Source: an optimization exercise on an open RTL-to-GDS flow (aim: small area, a short achievable clock period and few clock cycles per item). Production flows keep margins and buffers that such runs may drop.
At most, simulation tests tie the RTL to the original design; equivalence was not proved.
No activity file was given, so power comes from the tool's default toggle rates.

==> flow/design.v (excerpt) <==
module c1_ldpc_enc (
    input  wire        clk,
    input  wire        rst,         
    input  wire        in_valid,
    output wire        in_ready,
    input  wire [31:0] in_data,
    output wire        out_valid,
    input  wire        out_ready,
    output wire [31:0] out_data
);
Settings: LEC_CHECK=0, CAP_MARGIN=20, CORE_MARGIN=2, CORE_UTILIZATION=70, CTS_CLUSTER_DIAMETER=60, CTS_CLUSTER_SIZE=25, PLACE_DENSITY=0.75, SLEW_MARGIN=20; clock period 10.0 ns.
standard.sh (not shown) runs the stock make flow with config.mk's settings and CLKGATE_MAP_FILE= SYNTH_SCRIPT=/design/flow/synth_recipe.tcl, a recipe that flattens the netlist after the stock synthesis.
==> flow/flow/run.sh <==
#!/bin/bash
set -euo pipefail
export BUFFER_PORTS_ARGS="-buffer_cell sky130_fd_sc_hd__buf_4"
export SETUP_SLACK_MARGIN=7.0
bash standard.sh > standard.log 2>&1
Testbench counts at the start, summed over its fixed seeds: cycles 25,848, rows 48.
Then changed:
==> flow/flow/run.sh (replaced) <==
#!/bin/bash
set -euo pipefail
export BUFFER_PORTS_ARGS="-buffer_cell sky130_fd_sc_hd__buf_4"
export SETUP_SLACK_MARGIN=6.8
bash standard.sh > standard.log 2>&1
CORE_UTILIZATION = 55   (was 70)
PLACE_DENSITY = 0.65   (was 0.75)
Outcome: Non-clock buffer count falls by 37. Total power fell by 1.9%. Wire length is lower by about 10%. Critical path depth grows by 4. Setup slack improved by 0.017 ns. Cell area drops by 2.2%. Count of clock-buffer cells in the layout drops by 1. Hold slack barely changes. Global-route usage falls by 13 points. Area after synthesis is unchanged. Die area rose by about 27%.

---

Setup of R:
c1_ldpc_enc, a different RTL version from the one above (not shown whole).
Size: about 1100 flip-flops, about 38000 sq um of cells after synthesis.
export LEC_CHECK = 0
export CAP_MARGIN = 20
export CORE_MARGIN = 2
export CORE_UTILIZATION = 55
export PLACE_DENSITY = 0.65
export SLEW_MARGIN = 20
create_clock -name core_clock -period 10.0 [get_ports {clk}]
==> flow/flow/run.sh <==
#!/bin/bash
set -euo pipefail
export BUFFER_PORTS_ARGS="-buffer_cell sky130_fd_sc_hd__buf_4"
export SETUP_SLACK_MARGIN=6.5
bash standard.sh > standard.log 2>&1
R ran to completion and came out clean on the timing, design-rule and antenna checks.
Edits applied to the flow inputs when going from R to Q:
==> flow/flow/run.sh <==
#!/bin/bash
set -euo pipefail
export BUFFER_PORTS_ARGS="-buffer_cell sky130_fd_sc_hd__buf_4"
export SETUP_SLACK_MARGIN=7.0
bash standard.sh > standard.log 2>&1
--- outcome ---
On worst setup slack, Q does better than R. Of the two values seen for class of the most critical setup path, reg2out was produced by Q and in2reg by R. Q reports a lower arrival time of the worst setup path than R does. Number of rows in the core area across Q and R: no real change. Comparing R with Q, the final net count came out essentially unchanged. | hold slack | R vs Q | ≈ equal |. Of the two values seen for critical path's slowest cell, clkinvlp_4 was produced by R and edfxtp_1 by Q. Relative to R, the area added between synthesis and finish of Q is higher by 0.16 points.
No run of this note included a check of the RTL's function; only the layout flow was run.

---

the previous run:
Another version of the RTL of c1_ldpc_enc (not shown whole).
For scale: roughly 2700 cells after synthesis, ~1100 flip-flops, about 70 I/O pins, about 38000 um^2 of cells after synthesis.
clock: 10.0 ns
lec_check: 0
cap_margin: 20
core_margin: 2
core_utilization: 55
cts_cluster_diameter: 60
cts_cluster_size: 25
place_density: 0.65
slew_margin: 20
==> flow/flow/run.sh <==
#!/bin/bash
set -euo pipefail
export BUFFER_PORTS_ARGS="-buffer_cell sky130_fd_sc_hd__buf_4"
export SETUP_SLACK_MARGIN=7.0
bash standard.sh > standard.log 2>&1
Testbench counts of the previous run, summed over its fixed seeds: cycles 26,176, rows 48.
Modified inputs, the current run compared to the previous run
- CTS_CLUSTER_SIZE: 25 -> unset
- CTS_CLUSTER_DIAMETER: 60 -> unset
- CTS_BUF_LIST: unset -> sky130_fd_sc_hd__clkbuf_4 sky130_fd_sc_hd__clkbuf_8
Findings:
- | fraction of area in registers | the current run vs the previous run | 2.5 points lower |
- Compared with the previous run, the current run shows a higher leakage power total.
- Diff the previous run -> the current run: power density relative to cell area up about 8%, number of global-route vias before repair went up 1359, combinational share of power decreased 1.1 points.
- The current run finished end to end and its layout was clean on timing, DRC and antenna.
- Power for the current run is higher than for the previous run.
- Compared to the previous run, the current run has net total in the final layout 104 higher.
- From the previous run to the current run the numbers moved as follows: layout overhead on the synthesized area +4.3 points; routed wire length shows an increase of 2700 um; H-tree depth increased by 1 relative to the old numbers.

---

== the reference run ==
Another version of the RTL of c1_ldpc_enc (not shown whole).
Size: ~3100 cells after synthesis, roughly 1200 flip-flops, about 70 I/O pins.
==> flow/config.mk <==
export PLATFORM = sky130hd
export DESIGN_NAME = c1_ldpc_enc
export DESIGN_NICKNAME = c1_ldpc_enc
export VERILOG_FILES = /design/flow/design.v
export SDC_FILE = /design/flow/constraint.sdc
export NUM_CORES = 4
export LEC_CHECK = 0
export CAP_MARGIN = 20
export CORE_MARGIN = 2
export CORE_UTILIZATION = 55
export CTS_CLUSTER_DIAMETER = 60
export CTS_CLUSTER_SIZE = 25
export PLACE_DENSITY = 0.65
export SLEW_MARGIN = 20
==> flow/constraint.sdc <==
create_clock -name core_clock -period 10.0 [get_ports {clk}]
set_input_delay 2.0000 -clock core_clock [delete_from_list [all_inputs] [get_ports {clk}]]
set_output_delay 2.0000 -clock core_clock [all_outputs]
set_load 0.01 [all_outputs]
==> flow/flow/run.sh <==
#!/bin/bash
set -euo pipefail
export BUFFER_PORTS_ARGS="-buffer_cell sky130_fd_sc_hd__buf_4"
export SETUP_SLACK_MARGIN=6.6
bash standard.sh > standard.log 2>&1
The reference run ran to completion and came out clean on the timing, design-rule and antenna checks.
Testbench counts of the reference run, summed over its fixed seeds: cycles 25,896, rows 48.
Relative to the reference run, the following input files were edited for the trial run:
==> flow/flow/run.sh <==
#!/bin/bash
set -euo pipefail
export BUFFER_PORTS_ARGS="-buffer_cell sky130_fd_sc_hd__buf_4"
export SETUP_SLACK_MARGIN=6.8
bash standard.sh > standard.log 2>&1
==> results.txt <==
- No stage failed in the trial run, and the final checks on the layout all came back clean.
- Between the trial run and the reference run, it is the trial run whose post-route worst setup slack is higher, by 0.034 ns.
- Going from the reference run to the trial run, via count of the first global-routing pass shrinks by 84.
- Compared with the reference run, the trial run shows a clock network fraction of design power that is 1.7 points lower.
- H-tree depth reported by CTS delta for the trial run relative to the reference run: 1 lower
- Per the comparison of the trial run with the reference run, achievable frequency moved up, area after synthesis neither gained nor lost much, clock skew saw a decrease.
- Signed area change from the synthesized netlist to the final layout: the trial run vs the reference run down 0.43 points

---

zinc:
RTL: one of the versions met above, not the one the previous note started from.
Size in the first run: roughly 2700 cells after synthesis, about 1100 flip-flops, about 38000 um2 of cells after synthesis.
make LEC_CHECK=0 CAP_MARGIN=20 CORE_MARGIN=2 CORE_UTILIZATION=55 PLACE_DENSITY=0.65 SLEW_MARGIN=20 finish   # period 10.0 ns
run.sh (not shown) runs the stock make flow with config.mk's settings and CLKGATE_MAP_FILE= SYNTH_SCRIPT=/design/flow/synth_recipe.tcl, a recipe that flattens the netlist after the stock synthesis.
Stock flow here: none of the scripts above is used.
> inputs changed (zinc -> lagoon)
==> flow/flow/run.sh (new file) <==
#!/bin/bash
set -euo pipefail
export BUFFER_PORTS_ARGS="-buffer_cell sky130_fd_sc_hd__buf_4"
bash standard.sh > standard.log 2>&1
==> flow/standard.sh (new file) <==
#!/bin/bash
# synth_recipe.tcl (not shown) runs the flow's synth.tcl, then flattens the netlist and writes it again
# the make line also repeats each setting of config.mk as NAME=value (left out here)
make -C /OpenROAD-flow-scripts/flow DESIGN_CONFIG=/design/flow/config.mk WORK_HOME=/design/flow/orfs CLKGATE_MAP_FILE= SYNTH_SCRIPT=/design/flow/synth_recipe.tcl "${@:-finish}"
removed: flow/run.sh
Findings:
- lagoon reached the final stage; the timing, design-rule and antenna checks on its layout passed.
- Lower post-layout minimum cycle time among lagoon and zinc: lagoon
- Diff zinc -> lagoon: share of flip-flops with an asynchronous set or reset after synthesis level; sequential share of layout area went down; power share of the combinational group saw a decrease; peak ir drop on the vdd network moved up; layout buffering overhead excluding clock cells dropped 0.40 points.
- In the tables for lagoon and zinc, worst hold slack reads lower with zinc.
No functional check of the RTL was part of any run of this note.

-- port drivers added, routing unchanged --
In the flow no input, the clock included, has a driving cell. The finished layouts below were timed again as built, in two steps.
Step 1 (the two cells are an assumption about what drives the block):
set clk [get_ports {clk}]
set_driving_cell -lib_cell sky130_fd_sc_hd__clkbuf_16 $clk
set_driving_cell -lib_cell sky130_fd_sc_hd__buf_2 [delete_from_list [all_inputs] $clk]
Step 2 adds t to the input delays and takes it off the output delays; t is the mean of the earliest and latest rising clock arrival at the registers after step 1. Input paths then give back, and output paths get back, about the clock's delay inside the block.
Three values: no drivers, after step 1, after step 2; two values: the first two.
| run | t, ns | setup WS [ns] | worst hold slack (ns) | worst setup path at the end |
|---|---|---|---|---|
| the first run of note 1 | 0.714 | 6.727 / 6.662 / 6.220 | 0.321 / 0.321 / 0.321 | input to register |
| the second run of note 1 | 0.710 | 6.744 / 6.736 / 6.065 | 0.318 / 0.318 / 0.318 | input to register |
| R | 0.743 | 6.384 / 6.425 / 5.682 | 0.288 / 0.288 / 0.288 | input to register |
| Q | 0.740 | 6.693 / 6.625 / 6.341 | 0.288 / 0.288 / 0.288 | input to register |
| the previous run | 0.709 | 6.781 / 6.711 / 6.435 | 0.321 / 0.321 / 0.321 | input to register |
| the current run | 0.899 | 6.587 / 6.526 / 6.309 | 0.300 / 0.300 / 0.300 | input to register |
| the reference run | 0.704 | 6.661 / 6.595 / 6.210 | 0.300 / 0.300 / 0.300 | input to register |
| the trial run | 0.737 | 6.695 / 6.623 / 6.510 | 0.315 / 0.315 / 0.315 | input to register |
| zinc | 0.749 | 6.122 / 6.122 / 5.947 | 0.281 / 0.281 / 0.281 | input to register |
| lagoon | 0.734 | 6.189 / 6.189 / 6.189 | 0.311 / 0.311 / 0.311 | register to register |
After both steps setup and hold are still met in every run listed. The setup slack of R, which loses most, moves by +0.041 ns with the drivers and by -0.702 ns with both steps.
